This is an optimization exercise on Yosys and OpenROAD, whose aim is small area, a short achievable clock period and few clock cycles per item, not a production implementation. The RTL was checked by simulation tests, not by an equivalence proof against the original design. Power figures rest on the tool's default switching activity, not on a simulated workload.

Design fpdivsqrt, start of the top module:
module fpdivsqrt (
    input  wire        clk,
    input  wire        rst,      
    input  wire        start,    
    input  wire        op,       
    input  wire [31:0] a,
    input  wire [31:0] b,
    output wire        ready,
    output reg         done,
    output reg  [31:0] result,
    output reg  [4:0]  flags
);
Size in the first run: roughly 2,100 cells after synthesis, ~0.014 sq mm of cells after synthesis.
Settings: LEC_CHECK=0, ABC_AREA=1, CAP_MARGIN=20, CORE_MARGIN=2, CORE_UTILIZATION=40, PLACE_DENSITY=0.8, SETUP_SLACK_MARGIN=1.5, SLEW_MARGIN=20; clock period 5.0 ns.
standard.sh (not shown) runs the stock make flow with config.mk's settings and CLKGATE_MAP_FILE= SYNTH_SCRIPT=/design/flow/synth_recipe.tcl, a recipe that flattens the netlist after the stock synthesis.
==> flow/flow/run.sh <==
#!/bin/bash
# The standard layout (the standard.sh) with these changes:
#  - port buffers are the smallest buffer, sky130_fd_sc_hd__buf_1, which the
#    resizer may still upsize where timing or slew needs it;
#  - clock tree synthesis builds the tree from small clock buffers and
#    inserts no dummy loads.
# make's full output goes to run_make.log in this folder; ORFS's own per-step
# logs are under orfs/logs/.
set -euo pipefail
bash standard.sh \
  "BUFFER_PORTS_ARGS=-buffer_cell sky130_fd_sc_hd__buf_1" \
  "CTS_ARGS=-sink_clustering_enable -repair_clock_nets -dont_use_dummy_load -buf_list {sky130_fd_sc_hd__clkbuf_2 sky130_fd_sc_hd__clkbuf_4 sky130_fd_sc_hd__clkbuf_8}" \
  finish > run_make.log 2>&1
Testbench counts at the start, summed over its fixed seeds: cycles 162,076, ops 12,000.
Edit:
CORE_UTILIZATION = 60   (was 40)
PLACE_DENSITY = not set   (was 0.8)
The new run went through all stages and came out clean.
Non-clock buffer count stays the same.
Synthesized area stays the same.
Setup slack gets worse by 0.085 ns.
Via count hardly moves.
Power decreases by 0.61%.
Final cell count decreases by 6.3%.
Sequential share of layout area increases by 0.37 points.
Flip-flop and latch count stays the same.
Utilization increases by 22 points.
Routed wire length is about the same.
Edit:
==> flow/flow/run.sh (replaced) <==
#!/bin/bash
# The standard layout (the standard.sh) with two changes:
#  - port buffers are the smallest buffer, sky130_fd_sc_hd__buf_1, which the
#    resizer may still upsize where timing or slew needs it;
#  - clock tree synthesis inserts no dummy loads.
# make's full output goes to run_make.log in this folder; ORFS's own per-step
# logs are under orfs/logs/.
set -euo pipefail
bash standard.sh \
  "BUFFER_PORTS_ARGS=-buffer_cell sky130_fd_sc_hd__buf_1" \
  "CTS_ARGS=-sink_clustering_enable -repair_clock_nets -dont_use_dummy_load" \
  finish > run_make.log 2>&1
ABC_AREA = not set   (was 1)
ABC_CLOCK_PERIOD_IN_PS = 2500   (was not set)
CORE_UTILIZATION = 40   (was 60)
The new run finished clean; wire length came out lower by 9.7%; synthesized area came out lower by 11%; hold slack improves by 0.010 ns; synthesized cell count came out lower by 32%; via count came out lower by 21%; sequential share of layout area came out higher by 1.2 points; design area came out lower by 4.4%.

========
Setup of juniper:
Starting RTL as in the previous note.
==> flow/config.mk <==
export PLATFORM = sky130hd
export DESIGN_NAME = fpdivsqrt
export DESIGN_NICKNAME = fpdivsqrt
export VERILOG_FILES = /design/flow/design.v
export SDC_FILE = /design/flow/constraint.sdc
export NUM_CORES = 4
export LEC_CHECK = 0
export ABC_AREA = 1
export CAP_MARGIN = 20
export CORE_MARGIN = 2
export CORE_UTILIZATION = 40
export SETUP_SLACK_MARGIN = 1.7
export SLEW_MARGIN = 20
==> flow/constraint.sdc <==
create_clock -name core_clock -period 5.0 [get_ports {clk}]
set_input_delay 1.0000 -clock core_clock [delete_from_list [all_inputs] [get_ports {clk}]]
set_output_delay 1.0000 -clock core_clock [all_outputs]
set_load 0.01 [all_outputs]
==> flow/flow/run.sh <==
#!/bin/bash
# The standard layout (the standard.sh) with these changes:
#  - port buffers are the smallest buffer, sky130_fd_sc_hd__buf_1, which the
#    resizer may still upsize where timing or slew needs it;
#  - clock tree synthesis builds the tree from small clock buffers and
#    inserts no dummy loads.
# make's full output goes to run_make.log in this folder; ORFS's own per-step
# logs are under orfs/logs/.
set -euo pipefail
bash standard.sh \
  "BUFFER_PORTS_ARGS=-buffer_cell sky130_fd_sc_hd__buf_1" \
  "CTS_ARGS=-sink_clustering_enable -repair_clock_nets -dont_use_dummy_load -buf_list {sky130_fd_sc_hd__clkbuf_2 sky130_fd_sc_hd__clkbuf_4 sky130_fd_sc_hd__clkbuf_8}" \
  finish > run_make.log 2>&1
juniper finished every stage and its layout cleared the timing, design-rule and antenna checks.
Testbench counts of juniper, summed over its fixed seeds: cycles 162,076, ops 12,000.
### juniper -> nickel
==> flow/run.sh (new file) <==
#!/bin/bash
# synth_recipe.tcl (not shown) runs the flow's synth.tcl, then flattens the netlist and writes it again
# the make line also repeats each setting of config.mk as NAME=value (left out here)
make -C /OpenROAD-flow-scripts/flow DESIGN_CONFIG=/design/flow/config.mk WORK_HOME=/design/flow/orfs CLKGATE_MAP_FILE= SYNTH_SCRIPT=/design/flow/synth_recipe.tcl finish
==> flow/config.mk <==
export PLATFORM = sky130hd
export DESIGN_NAME = fpdivsqrt
export DESIGN_NICKNAME = fpdivsqrt
export VERILOG_FILES = /design/flow/design.v
export SDC_FILE = /design/flow/constraint.sdc
export NUM_CORES = 4
export LEC_CHECK = 0
export ABC_CLOCK_PERIOD_IN_PS = 2500
export CAP_MARGIN = 20
export CORE_MARGIN = 2
export CORE_UTILIZATION = 60
export SETUP_SLACK_MARGIN = 1.5
export SLEW_MARGIN = 20
removed: flow/flow/run.sh
removed: flow/standard.sh
### Flow results
- nickel: post-cts repair resize count is about 300% higher than what juniper reported.
- nickel vs juniper — routed wire length dropped by a little under 10%
- juniper consumes less power than nickel.
- Compared with juniper, in nickel chip height went down by 22%, weighted congestion reported at the end of routability-driven placement fell by about 0.6%.
The inputs of violet differ from those of nickel as listed below.
==> flow/config.mk <==
export PLATFORM = sky130hd
export DESIGN_NAME = fpdivsqrt
export DESIGN_NICKNAME = fpdivsqrt
export VERILOG_FILES = /design/flow/design.v
export SDC_FILE = /design/flow/constraint.sdc
export NUM_CORES = 4
export LEC_CHECK = 0
export ABC_AREA = 1
export CAP_MARGIN = 20
export CORE_MARGIN = 2
export CORE_UTILIZATION = 40
export SETUP_SLACK_MARGIN = 1.5
export SLEW_MARGIN = 20
## What came out
violet has completed all stages; timing, DRC and antenna checks passed.
violet ends up with a xor and xnor fraction of the mapped netlist area that is 4.6 points lower than in nickel.
Comparing nickel and violet, the higher worst max-slew margin expressed relative to the limit was measured on violet.
In the flow results for nickel and violet, the clock network fraction of total power is larger on violet.
violet vs. nickel: setup slack shows an increase of 470 ps, cell area shows an increase of about 3%.
In violet, growth of design area from synthesis to finish is lower than in nickel.
Between nickel and violet, the cell count went up.
Relative to nickel, worst slack on hold paths has gone down in violet.
Here is what was changed in the inputs of tundra compared with violet.
-- flow/config.mk --
<<< violet, line 6
export NUM_CORES = 4
export LEC_CHECK = 0
export ABC_AREA = 1
export CAP_MARGIN = 20
export CORE_MARGIN = 2
>>> tundra, line 6
export NUM_CORES = 4
export LEC_CHECK = 0
export ABC_CLOCK_PERIOD_IN_PS = 2500
export CAP_MARGIN = 20
export CORE_MARGIN = 2
Results
- Final cell count without fillers ends up higher on violet.
- Total power: tundra and violet compared, lower one is violet
- Looking at critical path startpoint, the pn[6] result is from violet; the pn[14] one comes from tundra.
- In tundra, the share of cell area taken by multi-input logic gates came out 4.0 points above the value in violet.
- Compared with violet, in tundra number of enable flip-flop cells after synthesis held, tightest hold margin went up 37 ps, fraction of the mapped netlist area in compound gates went up 7.4 points, footprint of the flip-flops and latches went up about 0.3%, total number of tap cells went down 59.

-- port drivers added, routing unchanged --
The results above use ideal ports. As a check the final layouts listed here were re-extracted and re-timed, cells and wires unchanged. Step 1 sets driving cells, clkbuf_16 on the clock port and buf_2 on the other inputs (assumed; they add their load-dependent delay and slew). Step 2 also shifts input and output timing later by t, the mid clock arrival at the registers, as if the neighbouring blocks saw the same clock. Slacks: no drivers / after step 1 / after step 2; pairs: no drivers / after step 1.
run | t (ns) | setup slack, ns | worst setup path after step 2
the first run of note 1 | 0.512 | 1.672 / 1.672 / 1.580 | input to register
the second run of note 1 | 0.487 | 1.587 / 1.587 / 1.499 | input to register
the third run of note 1 | 0.475 | 1.324 / 1.324 / 1.296 | input to register
juniper | 0.522 | 1.797 / 1.750 / 1.616 | input to register
nickel | 0.480 | 1.245 / 1.245 / 1.233 | input to register
violet | 0.489 | 1.713 / 1.713 / 1.257 | input to register
tundra | 0.482 | 1.337 / 1.337 / 1.263 | input to register
After both steps setup and hold are still met in every run listed. The setup slack of violet, which loses most, moves by 0.000 ns with the drivers and by -0.456 ns with both steps.
